From an optimization exercise on the open Yosys and OpenROAD flow, aimed at small area and a short achievable clock period; shortcuts taken in it are not production practice.
Only simulation tests tie the RTL to the original design; equivalence was not proved.

## design/flow/config.mk

```make
export PLATFORM = sky130hd
export DESIGN_NAME = ue_lane
export DESIGN_NICKNAME = ue_lane
export VERILOG_FILES = /design/flow/design.v
export SDC_FILE = /design/flow/constraint.sdc
export NUM_CORES = 8
export LEC_CHECK = 0
export ABC_CLOCK_PERIOD_IN_PS = 22000
export CAP_MARGIN = 30
export CORE_MARGIN = 2
export CORE_UTILIZATION = 40
export SETUP_SLACK_MARGIN = 1.5
export SLEW_MARGIN = 30
```

## design/flow/design.v

```verilog
module ue_lane (
    input  wire         clk,
    input  wire         rst,         
    input  wire         ld_valid,
    input  wire [127:0] ld_v,        
    input  wire         ld_q,
    input  wire         ld_member,
    input  wire         ld_paired,
    input  wire [255:0] p_regs,
    input  wire         ins_valid,
    input  wire [31:0]  ins_word,
    output wire [127:0] v_out,
    output wire [255:0] t_out,
    output wire [3:0]   k_out,
    output wire         q_out,
    output wire         fault
);
    reg [127:0] v;           
    reg [255:0] t;           
    reg [3:0]   k;
    reg         q;
    reg         member;
    reg         paired;
    reg         fault_r;
    assign v_out = v;
    assign t_out = t;
    assign k_out = k;
    assign q_out = q;
    assign fault = fault_r;
    wire [5:0]  op    = ins_word[31:26];
    wire [4:0]  fd    = ins_word[25:21];
    wire [4:0]  fa    = ins_word[20:16];
    wire [4:0]  fb    = ins_word[15:11];
    wire        pen   = ins_word[10];
    wire        pneg  = ins_word[9];
    wire [1:0]  pk    = ins_word[8:7];
    wire [4:0]  sh    = ins_word[6:2];
    wire        rnd   = ins_word[1];
    wire [1:0]  comb  = ins_word[24:23];
    wire [1:0]  kidx  = ins_word[22:21];
    wire signed [15:0] imm = ins_word[15:0];
    localparam OP_NOP  = 6'h00, OP_MOV  = 6'h01, OP_ADD  = 6'h02, OP_SUB  = 6'h03,
               OP_MUL  = 6'h04, OP_MAC  = 6'h05, OP_MIN  = 6'h06, OP_MAX  = 6'h07,
               OP_ABS  = 6'h08, OP_AND  = 6'h09, OP_OR   = 6'h0A, OP_XOR  = 6'h0B,
               OP_SHL  = 6'h0C, OP_SHR  = 6'h0D,
               OP_CLT  = 6'h10, OP_CLE  = 6'h11, OP_CEQ  = 6'h12,
               OP_MOVI = 6'h18, OP_ADDI = 6'h19, OP_MULI = 6'h1A, OP_CLTI = 6'h1B,
               OP_CGEI = 6'h1C, OP_SETQ = 6'h25;
    reg is_alu, is_cmp, is_imm, is_cmpi, is_qset, is_ext, is_known;
    reg [31:0] zmask;        
    always @* begin
        is_alu  = 1'b0;
        is_cmp  = 1'b0;
        is_imm  = 1'b0;
        is_cmpi = 1'b0;
        is_qset = 1'b0;
        is_ext  = 1'b0;
        is_known = 1'b1;
        zmask   = 32'h0;
        case (op)
            OP_NOP:  zmask = 32'h03FF_FFFF;
            OP_MOV:  begin is_alu = 1'b1; zmask = 32'h0000_F87F; end
            OP_ADD, OP_SUB, OP_MIN, OP_MAX, OP_AND, OP_OR, OP_XOR:
                     begin is_alu = 1'b1; zmask = 32'h0000_007F; end
            OP_MUL, OP_MAC:
                     begin is_alu = 1'b1; zmask = 32'h0000_0001; end
            OP_ABS:  begin is_alu = 1'b1; zmask = 32'h0000_F87F; end
            OP_SHL:  begin is_alu = 1'b1; zmask = 32'h0000_F803; end
            OP_SHR:  begin is_alu = 1'b1; zmask = 32'h0000_F801; end
            OP_CLT, OP_CLE, OP_CEQ:
                     begin is_cmp = 1'b1; zmask = 32'h0200_007F; end
            OP_MOVI: begin is_imm = 1'b1; zmask = 32'h001F_0000; end
            OP_ADDI, OP_MULI:
                     begin is_imm = 1'b1; zmask = 32'h0000_0000; end
            OP_CLTI, OP_CGEI:
                     begin is_cmpi = 1'b1; zmask = 32'h0200_0000; end
            OP_SETQ: begin is_qset = 1'b1; zmask = 32'h03FF_F87E; end
            6'h20, 6'h21, 6'h22, 6'h23, 6'h24, 6'h28,
            6'h30, 6'h31, 6'h32, 6'h3F:
                     is_ext = 1'b1;
            default: is_known = 1'b0;
        endcase
    end
    wire has_pred = is_alu | is_cmp | is_qset;
    wire has_dest = is_alu | is_imm;
    wire illegal = !is_ext && (
                      !is_known
                   || ((ins_word & zmask) != 32'h0)
                   || (has_pred && !pen && pneg)
                   || (has_dest && fd[4])
                   || ((is_cmp || is_cmpi) && comb == 2'b11));
    wire pred_ok = !has_pred || !pen || (k[pk] ^ pneg);
    wire issue   = ins_valid && !ld_valid && !fault_r;
    wire execute = issue && !illegal && !is_ext && member && pred_ok;
    reg signed [31:0] a, b, dv;
    always @* begin
        if (fa < 5'd8)
            a = {{16{v[fa*16+15]}}, v[fa*16 +: 16]};
        else if (fa < 5'd16)
            a = t[(fa-8)*32 +: 32];
        else
            a = {{16{p_regs[(fa-16)*16+15]}}, p_regs[(fa-16)*16 +: 16]};
    end
    always @* begin
        if (fb < 5'd8)
            b = {{16{v[fb*16+15]}}, v[fb*16 +: 16]};
        else if (fb < 5'd16)
            b = t[(fb-8)*32 +: 32];
        else
            b = {{16{p_regs[(fb-16)*16+15]}}, p_regs[(fb-16)*16 +: 16]};
    end
    always @* begin
        if (fd < 5'd8)
            dv = {{16{v[fd*16+15]}}, v[fd*16 +: 16]};
        else
            dv = t[fd[2:0]*32 +: 32];
    end
    wire signed [63:0] prod = a * b;
    wire signed [64:0] prod_rnd = (rnd && sh != 5'd0)
                                  ? ($signed({prod[63], prod}) + $signed({1'b0, 64'd1 << (sh - 5'd1)}))
                                  : $signed({prod[63], prod});
    wire signed [64:0] prod_sh = prod_rnd >>> sh;
    wire signed [32:0] a_rnd = (rnd && sh != 5'd0)
                               ? ($signed({a[31], a}) + $signed({1'b0, 32'd1 << (sh - 5'd1)}))
                               : $signed({a[31], a});
    wire signed [32:0] a_shr = a_rnd >>> sh;
    wire signed [63:0] a_shl = $signed({{32{a[31]}}, a}) <<< sh;
    wire signed [47:0] prod_imm = a * imm;
    wire signed [48:0] muli_val = ($signed({prod_imm[47], prod_imm}) + 49'sd16384) >>> 15;
    reg signed [66:0] res;       
    reg               bitwise;   
    always @* begin
        res = 67'sd0;
        bitwise = 1'b0;
        case (op)
            OP_MOV:  res = a;
            OP_ADD:  res = a + b;
            OP_SUB:  res = a - b;
            OP_MUL:  res = prod_sh;
            OP_MAC:  res = dv + prod_sh;
            OP_MIN:  res = (a < b) ? a : b;
            OP_MAX:  res = (a > b) ? a : b;
            OP_ABS:  res = (a < 0) ? -$signed({a[31], a}) : a;
            OP_AND:  begin res = a & b; bitwise = 1'b1; end
            OP_OR:   begin res = a | b; bitwise = 1'b1; end
            OP_XOR:  begin res = a ^ b; bitwise = 1'b1; end
            OP_SHL:  res = a_shl;
            OP_SHR:  res = a_shr;
            OP_MOVI: res = imm;
            OP_ADDI: res = a + imm;
            OP_MULI: res = muli_val;
            default: res = 67'sd0;
        endcase
    end
    wire dest16 = (fd < 5'd8);
    reg [31:0] wval;
    always @* begin
        if (bitwise)
            wval = res[31:0];
        else if (dest16) begin
            if (res > 67'sd32767)
                wval = 32'h0000_7FFF;
            else if (res < -67'sd32768)
                wval = 32'hFFFF_8000;
            else
                wval = res[31:0];
        end else begin
            if (res > 67'sd2147483647)
                wval = 32'h7FFF_FFFF;
            else if (res < -67'sd2147483648)
                wval = 32'h8000_0000;
            else
                wval = res[31:0];
        end
    end
    reg cmp_c;
    always @* begin
        case (op)
            OP_CLT:  cmp_c = (a < b);
            OP_CLE:  cmp_c = (a <= b);
            OP_CEQ:  cmp_c = (a == b);
            OP_CLTI: cmp_c = (a < imm);
            OP_CGEI: cmp_c = (a >= imm);
            default: cmp_c = 1'b0;
        endcase
    end
    reg new_k;
    always @* begin
        case (comb)
            2'b00:   new_k = cmp_c;
            2'b01:   new_k = k[kidx] & cmp_c;
            default: new_k = k[kidx] | cmp_c;
        endcase
    end
    wire wr_ok = !(fd >= 5'd3 && fd <= 5'd7 && !paired);
    always @(posedge clk) begin
        if (rst) begin
            v       <= 128'd0;
            t       <= 256'd0;
            k       <= 4'd0;
            q       <= 1'b0;
            member  <= 1'b0;
            paired  <= 1'b0;
            fault_r <= 1'b0;
        end else if (ld_valid) begin
            v[47:0]   <= ld_v[47:0];
            v[127:48] <= ld_paired ? ld_v[127:48] : 80'd0;
            t         <= 256'd0;
            k         <= 4'd0;
            q         <= ld_q;
            member    <= ld_member;
            paired    <= ld_paired;
            fault_r   <= 1'b0;
        end else if (issue) begin
            if (illegal)
                fault_r <= 1'b1;
            if (execute) begin
                if ((is_alu || is_imm) && wr_ok) begin
                    if (dest16)
                        v[fd[2:0]*16 +: 16] <= wval[15:0];
                    else
                        t[fd[2:0]*32 +: 32] <= wval;
                end
                if (is_cmp || is_cmpi)
                    k[kidx] <= new_k;
                if (is_qset)
                    q <= ins_word[0];
            end
        end
    end
endmodule
```

## design/flow/constraint.sdc

```tcl
create_clock -name core_clock -period 28.0 [get_ports {clk}]
set_input_delay 5.6000 -clock core_clock [delete_from_list [all_inputs] [get_ports {clk}]]
set_output_delay 5.6000 -clock core_clock [all_outputs]
set_load 0.01 [all_outputs]
```

## design/flow/run.sh

```bash
#!/bin/bash
# synth_recipe.tcl (not shown) runs the flow's synth.tcl, then flattens the netlist and writes it again
# the make line also repeats each setting of config.mk as NAME=value (left out here)
make -C /OpenROAD-flow-scripts/flow DESIGN_CONFIG=/design/flow/config.mk WORK_HOME=/design/flow/orfs CLKGATE_MAP_FILE= SYNTH_SCRIPT=/design/flow/synth_recipe.tcl finish
```

==> results.toml <==
[outcome]
outcome = "finished clean"

[critical_path]
regToRegEndpoint = "v[104]"
cp-endpoint = "v[104]"
startpoint = "ins_word[17]"
cp.depth = 63
start_kind = "input pin"
crit_slowest_cell = "and3_1"
crit_family = "simple AND/OR/NAND/NOR gates"
critical-path-max-stage-delay_ns = 0.94
r2r_setup_slack_ns = 6.89
crit_path_max_fanout = 34
reg2reg_from = "v[47]"
cp_data_arrival_time_ns = 27.04
critPathBufInv = 14
cpMostUsedCell = "fa_1"
worstPathRequired_ns = 28.47
endpoint_kind = "flip-flop"
r2r_cells = 63
worstSetupPathType = "input pin to flip-flop"

[flow_run]
cap_violations = 0

[sta]
skew_ns = 0.04672
fin_crit_sh_pct = 94.90
finalCriticalPeriod_ns = 26.57
fin_ws_ns = 1.427
slew_headroom_pct = 19.60
worstMarginPinSlew_ns = 1.172
finalHoldViolCount = 0
max_freq_mhz = 37.63
setup-tns-final_ns = 0
rsz0062_at_grt = "no"
setup_viol = 0
report.final.slew_viol_count = 0

[placement]
dp_slack_ns = 0.3746
gp_congestion = 1.128
io_buffer_count = 812
dpl.hpwl_mm = 654.0

[routing]
ant_nets = 0
post-route-drc-count = 0
via_per_inst = 7.047
drtIter0Drc = 19094
wl_per_cell_um = 44.89
num_vias = 128074
wirelength_mm = 815.9
dr.pass1.iters = 9

[clock_tree]
cts_tree = "yes"
clock-root-buffer = "clkbuf_16"
clkLatencyLatePin_ns = 0.64
clk_pin_slew_worst_paths_ns = 0.08
cts_buffers = 39
clock_sinks = 392
clock_path_buffers = 3
htreeDepth = 2

[global_routing]
grt_pass1_vias = 121663
met2_usage_pct = 77.69
grtUsageMet1_pct = 61.60
track_usage_pct = 55.55
grt_max_degree = 78
grt_util_met3_pct = 23.03
grt_pass1_wl_mm = 1090
grt-ovfl-total = 0
globalRoute.busiestLayer = "met2"
antenna_found_initial = 159

[floorplan]
rows = 195
die_w_um = 536.9
io_pins = 813
die_area_mm2 = 0.2883
initial_core_util_pct = 40.24
core-area_mm2 = 0.2823
floorplan.die.height_um = 536.9

[logic_synthesis]
yosysMostFrequentCell = "nand2_1"
netlist_area_mm2 = 0.1136
yosysWarnings = 1
synth_top_area_cell = "fa_1"
syn-num-nets = 16362
synth.avg_cell_area_um2 = 8.264
ys_seq_area_share_pct = 6.908
synthFlopType = "dfxtp_1"
synth_cells = 13745
ys_types = 111
synthTopCellsByArea = "fa_1, mux4_2, dfxtp_1"
async_flop_share_pct = 0
yosys-top-cells-count = "nand2_1, fa_1, inv_1"
synth_seq_cells = 392
synth-edff-count = 0
synth_top_area_share_pct = 27.84

[cells_and_area]
drive_above_1_share_pct = 10.98
area_growth_pct = 16.13
layout.nets = 16908
fillers = 28126

[min_path]
hold_class = "flip-flop to flip-flop"
-- timing repair --
item | 4_1_cts | 5_1_grt
pin swaps | 6 | 14
hold buffers | 0 | 0
gates cloned | 0 | 1
resized for setup | 7 | 67
setup endpoints to repair | 374 | 376
setup buffers | 23 | 24
-- per-layer routing --
layer / wire, um / part of all wire, % / vias up
li1: - / - / 49329
met2: 327100 / 40 / 11042
met1: 270800 / 33 / 64140
met4: 108100 / 13 / 74
met5: 623 / 0.076 / -
met3: 109300 / 13 / 3489
-- how the worst min path moves through the flow --
stage                         end    start  cells after the start
final                      t[203]   t[203]                      2
after global routing       t[203]   t[203]                      2
after CTS                  t[203]   t[203]                      2
after detailed placement  fault_r  fault_r                      2
after global placement    fault_r  fault_r                      2
after floorplan            member   member                      2
-- worst register-to-register path, delay by kind of cell, from the launching register on --
kind | cells | cell delay, ns
compound gates | 21 | 6.70
simple gates | 17 | 5.19
fa+ha+maj | 11 | 5.24
xor+xnor | 1 | 0.20
buf+inv | 11 | 2.27
flops | 1 | 0.39
mux | 2 | 0.95
-- cells in the final DEF (no fill, tap or decap), types with 75 or more instances in the layout --
| master | instances |
|---|---|
| a211oi_1 | 132 |
| a21o_1 | 153 |
| a21oi_1 | 751 |
| a221oi_1 | 152 |
| a22o_1 | 130 |
| a22oi_1 | 174 |
| a31oi_1 | 114 |
| and2_1 | 93 |
| and3_1 | 81 |
| buf_4 | 657 |
| clkdlybuf4s50_1 | 783 |
| dfxtp_1 | 390 |
| diode_2 | 114 |
| fa_1 | 1578 |
| ha_1 | 605 |
| inv_1 | 1395 |
| mux2i_1 | 384 |
| mux4_2 | 373 |
| nand2_1 | 1964 |
| nand3_1 | 258 |
| nand4_1 | 149 |
| nor2_1 | 1036 |
| nor3_1 | 215 |
| o211ai_1 | 237 |
| o21a_1 | 88 |
| o21ai_0 | 514 |
| o22ai_1 | 78 |
| or3_1 | 75 |
| xnor2_1 | 174 |
-- per-stage QoR --
stage / hold WS (ns) / util (%) / instances / area [um^2]
2_1_floorplan: 0.4602 / - / 13745 / 113600
3_3_place_gp: 0.4843 / 45.70 / 17939 / 129000
3_5_place_dp: 0.4956 / 45.78 / 17942 / 129200
4_1_cts: 0.5134 / 46.40 / 18033 / 131000
5_1_grt: 0.5176 / 46.65 / 18088 / 131700
6_report: 0.5078 / 46.73 / 18175 / 131900
-- cells by family (layout without fill, tap and decap cells) --
logic type	after synthesis	count (layout)	share of synthesized area, %
DFF	392	392	6.908
buffers and inverters	2465	3037	8.293
muxes	794	794	11.14
and+or+nand+nor	4341	4342	17.07
xor gates and xnor gates	256	256	1.980
adders and majority gates	2194	2194	34.61
other	0	114	0
AOI/OAI and AO/OA	3303	3303	20.00
-- cell type report --
type | count | area, um^2 | area share, %
clock buffer | 50 | 1107 | 0.8394
inverter | 1426 | 5384 | 4.081
sequential | 392 | 7850 | 5.951
clock inverter | 18 | 349.1 | 0.2646
multi-input combinational | 10889 | 97740 | 74.09
tap | 3743 | 4683 | 3.550
antenna | 114 | 285.3 | 0.2163
timing repair buffer | 1543 | 14520 | 11.01
-- registers in the layout, summed over array words and instances, names as in the netlist --
register  flops
t           256
v           128
k             4
fault_r       1
member        1
paired        1
q             1

-- afterwards: timing with drivers on the ports --
Ports are ideal in the flow. The routed layout listed here was re-timed in OpenROAD. Step 1, drivers: a clkbuf_16 drives clk and a buf_2 each remaining input, both assumed. Step 2 times the ports against the registers' clock, not the clock port: input delays grow and output delays shrink by t, the midpoint of the rising clock arrivals with the driver on. Three values: ideal ports, drivers, drivers and shift; two values: the first two.
shift t [ns]: 0.708
setup WS [ns]: 1.427 / 1.486 / 0.778
worst register clock-pin slew, ns: 0.08 / 0.08
worst slew at a driven data input, ns: 0.58
After both steps setup and hold are still met in this run. The setup slack of this run moves by +0.059 ns with the drivers and by -0.649 ns with both steps.
